This is an optimization exercise on Yosys and OpenROAD, whose aim is small area, a short achievable clock period and few clock cycles per item, not a production implementation. RTL that was checked went through simulation tests only; none was proved equivalent to the original.

==> 01-12 <==
==> flow/design.v (excerpt) <==
module winnow_key (
    input  wire        clk,
    input  wire        rst,
    input  wire        req_valid,
    output wire        req_ready,
    input  wire [31:0] req_period,
    input  wire [9:0]  req_n_inst,
    input  wire [15:0] req_i_pred,
    input  wire        req_pol,
    input  wire [15:0] req_p_sw,
    input  wire [7:0]  req_k_th,
    input  wire [7:0]  req_th_code,
    input  wire        cell_valid,
    output wire        cell_ready,
    input  wire        cell_last,
    input  wire [15:0] cell_vcap,
    input  wire [18:0] cell_tau,
    input  wire [23:0] cell_cgain,
    input  wire [7:0]  cell_temp,
    input  wire        cell_ins,
    input  wire [9:0]  cell_pos,
    output reg         out_valid,
    output reg         out_last,
    output reg  [33:0] out_ck
);
    localparam integer MS = 2;               
    localparam integer MOD_CYC = (32 + MS - 1) / MS;   
  ...
export LEC_CHECK = 0
export ABC_AREA = 1
export CAP_MARGIN = 20
export CORE_MARGIN = 2
export CORE_UTILIZATION = 40
export SLEW_MARGIN = 20
create_clock -name core_clock -period 25.0 [get_ports {clk}]
standard.sh (not shown) runs the stock make flow with config.mk's settings and CLKGATE_MAP_FILE= SYNTH_SCRIPT=/design/flow/synth_recipe.tcl, a recipe that flattens the netlist after the stock synthesis.
==> flow/flow/run.sh <==
#!/bin/bash
set -euo pipefail
bash standard.sh "BUFFER_PORTS_ARGS=-buffer_cell sky130_fd_sc_hd__buf_4" finish > flow_make.log 2>&1
==> 12-08 (differences from 01-12) <==
--- a/flow/design.v
+++ b/flow/design.v
@@ -23,35 +23,37 @@
     output reg         out_last,
     output reg  [33:0] out_ck
 );
     localparam integer MS = 2;               
     localparam integer MOD_CYC = (32 + MS - 1) / MS;   
+    localparam integer PW = MOD_CYC * MS;              
     localparam [5:0] READY_AT = (MOD_CYC >= 3) ? MOD_CYC - 3 : 0;
     reg        req_ready_r;
     reg        req_nld;        
     reg        cell_ready_r;
+    reg        cell_nrdy;      
     assign req_ready  = req_ready_r;
     assign cell_ready = cell_ready_r;
     reg [7:0]  r_one, r_two, r_neg;    
     reg        r_ip_sign, r_pol;
     reg [15:0] r_p_sw;
     reg [7:0]  r_k_th;
     reg [7:0]  r_th_code;
     reg [9:0]  r_n;
     reg [9:0]  rot;
-    reg [31:0] r_per;          
+    reg [PW-1:0] r_per;        
     reg [5:0]  mcnt;
     reg        mod_run;
-    wire req_fire  = req_valid && req_ready_r;
-    wire cell_fire = cell_valid && cell_ready_r;
+    wire req_fire  = req_valid && !req_nld;
+    wire cell_fire = cell_valid && !cell_nrdy;
     reg [9:0]  rem_c [0:MS];
     reg [10:0] rsh, rsub;
     integer mi;
     always @(*) begin
         rem_c[0] = rot;
         for (mi = 0; mi < MS; mi = mi + 1) begin
-            rsh  = {rem_c[mi], r_per[31 - mi]};
+            rsh  = {rem_c[mi], r_per[PW - 1 - mi]};
             rsub = rsh - {1'b0, r_n};
             rem_c[mi + 1] = rsub[10] ? rsh[9:0] : rsub[9:0];
         end
     end
     reg [7:0] ip_one, ip_two, ip_neg;
@@ -64,38 +66,31 @@
             ip_two[bi] = (ipb[2] & ~ipb[1] & ~ipb[0]) | (~ipb[2] & ipb[1] & ipb[0]);
             ip_neg[bi] = ipb[2] & ~(ipb[1] & ipb[0]);
         end
     end
     reg        a_v, a_last;
+    wire req_rdy_nx  = rst || (!req_fire && ((a_v && a_last) || !req_nld));
+    wire cell_rdy_on = (req_fire && READY_AT == 0) || (mod_run && mcnt + 6'd1 == READY_AT);
+    wire cell_rdy_nx = !rst && !(cell_fire && cell_last) && (cell_rdy_on || !cell_nrdy);
     always @(posedge clk) begin
+        req_ready_r  <= req_rdy_nx;
+        req_nld      <= !req_rdy_nx;
+        cell_ready_r <= cell_rdy_nx;
+        cell_nrdy    <= !cell_rdy_nx;
         if (rst) begin
-            req_ready_r  <= 1'b1;
-            req_nld      <= 1'b0;
-            cell_ready_r <= 1'b0;
             mod_run      <= 1'b0;
             mcnt         <= 6'd0;
         end else begin
             if (req_fire) begin
-                req_ready_r <= 1'b0;
-                req_nld     <= 1'b1;
                 mod_run     <= 1'b1;
                 mcnt        <= 6'd0;
-                if (READY_AT == 0)
-                    cell_ready_r <= 1'b1;
-            end else if (a_v && a_last) begin
-                req_ready_r <= 1'b1;
-                req_nld     <= 1'b0;
             end
             if (mod_run) begin
                 mcnt <= mcnt + 6'd1;
-                if (mcnt + 6'd1 == READY_AT)
-                    cell_ready_r <= 1'b1;
                 if (mcnt + 6'd1 == MOD_CYC)
                     mod_run <= 1'b0;
             end
-            if (cell_fire && cell_last)
-                cell_ready_r <= 1'b0;
         end
     end
     always @(posedge clk) begin
         if (!req_nld) begin
             r_one     <= ip_one;
@@ -105,11 +100,11 @@
             r_pol     <= req_pol;
             r_p_sw    <= req_p_sw;
             r_k_th    <= req_k_th;
             r_th_code <= req_th_code;
             r_n       <= req_n_inst;
-            r_per     <= req_period;
+            r_per     <= {{(PW - 32){1'b0}}, req_period};
             rot       <= 10'd0;
         end else begin
             r_per <= r_per << MS;
             if (mod_run)
                 rot <= rem_c[MS];
==> flow/flow/run.sh (replaced) <==
#!/bin/bash
set -euo pipefail
here=$(pwd)
bash standard.sh "BUFFER_PORTS_ARGS=-buffer_cell sky130_fd_sc_hd__buf_4" \
    "POST_GLOBAL_PLACE_TCL=$here/flow/input_buffers.tcl" finish > flow_make.log 2>&1
==> flow/flow/input_buffers.tcl (new file) <==
# After global placement: the standard flow has buffered every port with
# sky130_fd_sc_hd__buf_4 (BUFFER_PORTS_ARGS in run.sh); the inputs have timing
# slack, so their buffers are made sky130_fd_sc_hd__buf_1. The output buffers,
# which drive the output load, stay buf_4.
set n 0
foreach inst [get_cells input*] {
  if { [get_property $inst ref_name] == "sky130_fd_sc_hd__buf_4" } {
    replace_cell $inst sky130_fd_sc_hd__buf_1
    incr n
  }
}
puts "input port buffers made sky130_fd_sc_hd__buf_1: $n"
--- a/flow/config.mk
+++ b/flow/config.mk
@@ -7,6 +7,8 @@
 export LEC_CHECK = 0
 export ABC_AREA = 1
 export CAP_MARGIN = 20
 export CORE_MARGIN = 2
 export CORE_UTILIZATION = 40
+export CTS_CLUSTER_DIAMETER = 100
+export CTS_CLUSTER_SIZE = 24
 export SLEW_MARGIN = 20
==> 02-28 (differences from 01-12) <==
--- a/flow/design.v
+++ b/flow/design.v
@@ -23,35 +23,37 @@
     output reg         out_last,
     output reg  [33:0] out_ck
 );
     localparam integer MS = 2;               
     localparam integer MOD_CYC = (32 + MS - 1) / MS;   
+    localparam integer PW = MOD_CYC * MS;              
     localparam [5:0] READY_AT = (MOD_CYC >= 3) ? MOD_CYC - 3 : 0;
     reg        req_ready_r;
     reg        req_nld;        
     reg        cell_ready_r;
+    reg        cell_nrdy;      
     assign req_ready  = req_ready_r;
     assign cell_ready = cell_ready_r;
     reg [7:0]  r_one, r_two, r_neg;    
     reg        r_ip_sign, r_pol;
     reg [15:0] r_p_sw;
     reg [7:0]  r_k_th;
     reg [7:0]  r_th_code;
     reg [9:0]  r_n;
     reg [9:0]  rot;
-    reg [31:0] r_per;          
+    reg [PW-1:0] r_per;        
     reg [5:0]  mcnt;
     reg        mod_run;
-    wire req_fire  = req_valid && req_ready_r;
-    wire cell_fire = cell_valid && cell_ready_r;
+    wire req_fire  = req_valid && !req_nld;
+    wire cell_fire = cell_valid && !cell_nrdy;
     reg [9:0]  rem_c [0:MS];
     reg [10:0] rsh, rsub;
     integer mi;
     always @(*) begin
         rem_c[0] = rot;
         for (mi = 0; mi < MS; mi = mi + 1) begin
-            rsh  = {rem_c[mi], r_per[31 - mi]};
+            rsh  = {rem_c[mi], r_per[PW - 1 - mi]};
             rsub = rsh - {1'b0, r_n};
             rem_c[mi + 1] = rsub[10] ? rsh[9:0] : rsub[9:0];
         end
     end
     reg [7:0] ip_one, ip_two, ip_neg;
@@ -64,38 +66,31 @@
             ip_two[bi] = (ipb[2] & ~ipb[1] & ~ipb[0]) | (~ipb[2] & ipb[1] & ipb[0]);
             ip_neg[bi] = ipb[2] & ~(ipb[1] & ipb[0]);
         end
     end
     reg        a_v, a_last;
+    wire req_rdy_nx  = rst || (!req_fire && ((a_v && a_last) || !req_nld));
+    wire cell_rdy_on = (req_fire && READY_AT == 0) || (mod_run && mcnt + 6'd1 == READY_AT);
+    wire cell_rdy_nx = !rst && !(cell_fire && cell_last) && (cell_rdy_on || !cell_nrdy);
     always @(posedge clk) begin
+        req_ready_r  <= req_rdy_nx;
+        req_nld      <= !req_rdy_nx;
+        cell_ready_r <= cell_rdy_nx;
+        cell_nrdy    <= !cell_rdy_nx;
         if (rst) begin
-            req_ready_r  <= 1'b1;
-            req_nld      <= 1'b0;
-            cell_ready_r <= 1'b0;
             mod_run      <= 1'b0;
             mcnt         <= 6'd0;
         end else begin
             if (req_fire) begin
-                req_ready_r <= 1'b0;
-                req_nld     <= 1'b1;
                 mod_run     <= 1'b1;
                 mcnt        <= 6'd0;
-                if (READY_AT == 0)
-                    cell_ready_r <= 1'b1;
-            end else if (a_v && a_last) begin
-                req_ready_r <= 1'b1;
-                req_nld     <= 1'b0;
             end
             if (mod_run) begin
                 mcnt <= mcnt + 6'd1;
-                if (mcnt + 6'd1 == READY_AT)
-                    cell_ready_r <= 1'b1;
                 if (mcnt + 6'd1 == MOD_CYC)
                     mod_run <= 1'b0;
             end
-            if (cell_fire && cell_last)
-                cell_ready_r <= 1'b0;
         end
     end
     always @(posedge clk) begin
         if (!req_nld) begin
             r_one     <= ip_one;
@@ -105,11 +100,11 @@
             r_pol     <= req_pol;
             r_p_sw    <= req_p_sw;
             r_k_th    <= req_k_th;
             r_th_code <= req_th_code;
             r_n       <= req_n_inst;
-            r_per     <= req_period;
+            r_per     <= {{(PW - 32){1'b0}}, req_period};
             rot       <= 10'd0;
         end else begin
             r_per <= r_per << MS;
             if (mod_run)
                 rot <= rem_c[MS];
==> flow/flow/run.sh (replaced) <==
#!/bin/bash
set -euo pipefail
here=$(pwd)
bash standard.sh "BUFFER_PORTS_ARGS=-buffer_cell sky130_fd_sc_hd__buf_4" \
    "POST_GLOBAL_PLACE_TCL=$here/flow/input_buffers.tcl" finish > flow_make.log 2>&1
==> flow/flow/input_buffers.tcl (new file) <==
# After global placement: the standard flow has buffered every port with
# sky130_fd_sc_hd__buf_4 (BUFFER_PORTS_ARGS in run.sh); the inputs have timing
# slack, so their buffers are made sky130_fd_sc_hd__buf_1. The output buffers,
# which drive the output load, stay buf_4.
set n 0
foreach inst [get_cells input*] {
  if { [get_property $inst ref_name] == "sky130_fd_sc_hd__buf_4" } {
    replace_cell $inst sky130_fd_sc_hd__buf_1
    incr n
  }
}
puts "input port buffers made sky130_fd_sc_hd__buf_1: $n"
--- a/flow/config.mk
+++ b/flow/config.mk
@@ -6,7 +6,9 @@
 export NUM_CORES = 4
 export LEC_CHECK = 0
 export ABC_AREA = 1
 export CAP_MARGIN = 20
 export CORE_MARGIN = 2
-export CORE_UTILIZATION = 40
+export CORE_UTILIZATION = 70
+export CTS_CLUSTER_DIAMETER = 100
+export CTS_CLUSTER_SIZE = 24
 export SLEW_MARGIN = 20
==> 03-22 (differences from 01-12) <==
--- a/flow/design.v
+++ b/flow/design.v
@@ -23,35 +23,37 @@
     output reg         out_last,
     output reg  [33:0] out_ck
 );
     localparam integer MS = 2;               
     localparam integer MOD_CYC = (32 + MS - 1) / MS;   
+    localparam integer PW = MOD_CYC * MS;              
     localparam [5:0] READY_AT = (MOD_CYC >= 3) ? MOD_CYC - 3 : 0;
     reg        req_ready_r;
     reg        req_nld;        
     reg        cell_ready_r;
+    reg        cell_nrdy;      
     assign req_ready  = req_ready_r;
     assign cell_ready = cell_ready_r;
     reg [7:0]  r_one, r_two, r_neg;    
     reg        r_ip_sign, r_pol;
     reg [15:0] r_p_sw;
     reg [7:0]  r_k_th;
     reg [7:0]  r_th_code;
     reg [9:0]  r_n;
     reg [9:0]  rot;
-    reg [31:0] r_per;          
+    reg [PW-1:0] r_per;        
     reg [5:0]  mcnt;
     reg        mod_run;
-    wire req_fire  = req_valid && req_ready_r;
-    wire cell_fire = cell_valid && cell_ready_r;
+    wire req_fire  = req_valid && !req_nld;
+    wire cell_fire = cell_valid && !cell_nrdy;
     reg [9:0]  rem_c [0:MS];
     reg [10:0] rsh, rsub;
     integer mi;
     always @(*) begin
         rem_c[0] = rot;
         for (mi = 0; mi < MS; mi = mi + 1) begin
-            rsh  = {rem_c[mi], r_per[31 - mi]};
+            rsh  = {rem_c[mi], r_per[PW - 1 - mi]};
             rsub = rsh - {1'b0, r_n};
             rem_c[mi + 1] = rsub[10] ? rsh[9:0] : rsub[9:0];
         end
     end
     reg [7:0] ip_one, ip_two, ip_neg;
@@ -64,38 +66,31 @@
             ip_two[bi] = (ipb[2] & ~ipb[1] & ~ipb[0]) | (~ipb[2] & ipb[1] & ipb[0]);
             ip_neg[bi] = ipb[2] & ~(ipb[1] & ipb[0]);
         end
     end
     reg        a_v, a_last;
+    wire req_rdy_nx  = rst || (!req_fire && ((a_v && a_last) || !req_nld));
+    wire cell_rdy_on = (req_fire && READY_AT == 0) || (mod_run && mcnt + 6'd1 == READY_AT);
+    wire cell_rdy_nx = !rst && !(cell_fire && cell_last) && (cell_rdy_on || !cell_nrdy);
     always @(posedge clk) begin
+        req_ready_r  <= req_rdy_nx;
+        req_nld      <= !req_rdy_nx;
+        cell_ready_r <= cell_rdy_nx;
+        cell_nrdy    <= !cell_rdy_nx;
         if (rst) begin
-            req_ready_r  <= 1'b1;
-            req_nld      <= 1'b0;
-            cell_ready_r <= 1'b0;
             mod_run      <= 1'b0;
             mcnt         <= 6'd0;
         end else begin
             if (req_fire) begin
-                req_ready_r <= 1'b0;
-                req_nld     <= 1'b1;
                 mod_run     <= 1'b1;
                 mcnt        <= 6'd0;
-                if (READY_AT == 0)
-                    cell_ready_r <= 1'b1;
-            end else if (a_v && a_last) begin
-                req_ready_r <= 1'b1;
-                req_nld     <= 1'b0;
             end
             if (mod_run) begin
                 mcnt <= mcnt + 6'd1;
-                if (mcnt + 6'd1 == READY_AT)
-                    cell_ready_r <= 1'b1;
                 if (mcnt + 6'd1 == MOD_CYC)
                     mod_run <= 1'b0;
             end
-            if (cell_fire && cell_last)
-                cell_ready_r <= 1'b0;
         end
     end
     always @(posedge clk) begin
         if (!req_nld) begin
             r_one     <= ip_one;
@@ -105,11 +100,11 @@
             r_pol     <= req_pol;
             r_p_sw    <= req_p_sw;
             r_k_th    <= req_k_th;
             r_th_code <= req_th_code;
             r_n       <= req_n_inst;
-            r_per     <= req_period;
+            r_per     <= {{(PW - 32){1'b0}}, req_period};
             rot       <= 10'd0;
         end else begin
             r_per <= r_per << MS;
             if (mod_run)
                 rot <= rem_c[MS];
==> flow/flow/run.sh (replaced) <==
#!/bin/bash
set -euo pipefail
here=$(pwd)
bash standard.sh "BUFFER_PORTS_ARGS=-buffer_cell sky130_fd_sc_hd__buf_4" \
    "POST_GLOBAL_PLACE_TCL=$here/flow/input_buffers.tcl" \
    "CTS_ARGS=-sink_clustering_enable -repair_clock_nets -sink_clustering_size 24 -sink_clustering_max_diameter 100 -sink_clustering_levels 1" finish > flow_make.log 2>&1
==> flow/flow/input_buffers.tcl (new file) <==
# After global placement: the standard flow has buffered every port with
# sky130_fd_sc_hd__buf_4 (BUFFER_PORTS_ARGS in run.sh); the inputs have timing
# slack, so their buffers are made sky130_fd_sc_hd__buf_1. The output buffers,
# which drive the output load, stay buf_4.
set n 0
foreach inst [get_cells input*] {
  if { [get_property $inst ref_name] == "sky130_fd_sc_hd__buf_4" } {
    replace_cell $inst sky130_fd_sc_hd__buf_1
    incr n
  }
}
puts "input port buffers made sky130_fd_sc_hd__buf_1: $n"
--- a/flow/config.mk
+++ b/flow/config.mk
@@ -6,7 +6,9 @@
 export NUM_CORES = 4
 export LEC_CHECK = 0
 export ABC_AREA = 1
 export CAP_MARGIN = 20
 export CORE_MARGIN = 2
-export CORE_UTILIZATION = 40
+export CORE_UTILIZATION = 55
+export CTS_CLUSTER_DIAMETER = 100
+export CTS_CLUSTER_SIZE = 24
 export SLEW_MARGIN = 20
==> qor summary <==
Mean area per synthesized cell: 02-28 8.407 um^2; 03-22 8.407 um^2; 01-12 8.423 um^2; 12-08 8.407 um^2
Ratio of cells with drive above 1 in the final layout: 02-28 3.393%; 03-22 3.519%; 01-12 8.312%; 12-08 3.591%
Worst slack, placed: 02-28 18.91 ns; 03-22 18.90 ns; 01-12 19.04 ns; 12-08 18.99 ns
First-pass GRT wire length: 02-28 181.5 mm; 03-22 190.9 mm; 01-12 193.6 mm; 12-08 195.4 mm
Startpoint of the worst-slack reg-to-reg timing path: 02-28 s0_tone[0]; 03-22 s0_tone[1]; 01-12 s0_ttwo[0]; 12-08 s0_tone[0]
Fraction of standard cell area in multi-input logic: 02-28 64.94%; 03-22 64.49%; 01-12 61.98%; 12-08 63.65%
Total cell area at the placement stage: 02-28 0.04595 mm^2; 03-22 0.04626 mm^2; 01-12 0.04768 mm^2; 12-08 0.04679 mm^2
Routing usage on met3: 02-28 5.714%; 03-22 4.260%; 01-12 3.461%; 12-08 3.068%
Final-layout clock-cell area share: 02-28 1.931%; 03-22 1.952%; 01-12 3.387%; 12-08 2.120%
Core Region: 02-28 0.06320 mm^2; 03-22 0.08055 mm^2; 01-12 0.1111 mm^2; 12-08 0.1108 mm^2
Critical path depth in cells: 02-28 21; 03-22 1; 01-12 1; 12-08 1
Final period utilization: 02-28 24.53%; 03-22 24.54%; 01-12 24.55%; 12-08 24.46%
Result of the run: 02-28 finished clean; 03-22 finished clean; 01-12 finished clean; 12-08 finished clean
Overall die area: 02-28 0.06597 mm^2; 03-22 0.08366 mm^2; 01-12 0.1150 mm^2; 12-08 0.1146 mm^2
Fin area: 02-28 0.04686 mm^2; 03-22 0.04718 mm^2; 01-12 0.04936 mm^2; 12-08 0.04781 mm^2
Post-synth top area share: 02-28 22.23%; 03-22 22.23%; 01-12 22.14%; 12-08 22.23%
Required @ worst endpoint: 02-28 25.49 ns; 03-22 20.00 ns; 01-12 20.00 ns; 12-08 20.00 ns
Testbench counts of 12-08, summed over its fixed seeds: cycles 12,040, items 11,512.
Testbench counts of 02-28, summed over its fixed seeds: cycles 12,040, items 11,512.
Testbench counts of 03-22, summed over its fixed seeds: cycles 12,040, items 11,512.
The RTL of 01-12 was laid out without a check of its function.

==> static timing again, ports no longer ideal <==
No port has a modelled driver above. Below, the same layouts with a new extraction and two added sets of constraints.
Step 1 (the two cells are an assumption about what drives the block):
set clk [get_ports {clk}]
set_driving_cell -lib_cell sky130_fd_sc_hd__clkbuf_16 $clk
set_driving_cell -lib_cell sky130_fd_sc_hd__buf_2 [delete_from_list [all_inputs] $clk]
Step 2 moves the port delays by t, midway between the first and last clock arrival at a register: inputs arrive t later, outputs are due t later. That takes back most of the time a late clock gives input paths.
a / b / c = ideal ports / drivers / drivers and shift; a / b = the first two.
run | shift t [ns] | setup WS [ns] | worst hold slack (ns)
01-12 | 0.683 | 18.863 / 18.796 / 19.028 | 0.324 / 0.324 / 0.324
12-08 | 0.710 | 18.884 / 18.817 / 18.921 | 0.326 / 0.326 / 0.326
02-28 | 0.675 | 18.868 / 18.856 / 18.859 | 0.328 / 0.328 / 0.328
03-22 | 0.697 | 18.866 / 18.798 / 18.979 | 0.309 / 0.309 / 0.309
After both steps setup and hold are still met in every run listed. For 02-28, which loses most, drivers alone change the setup slack by -0.012 ns; drivers and shift together by -0.009 ns.
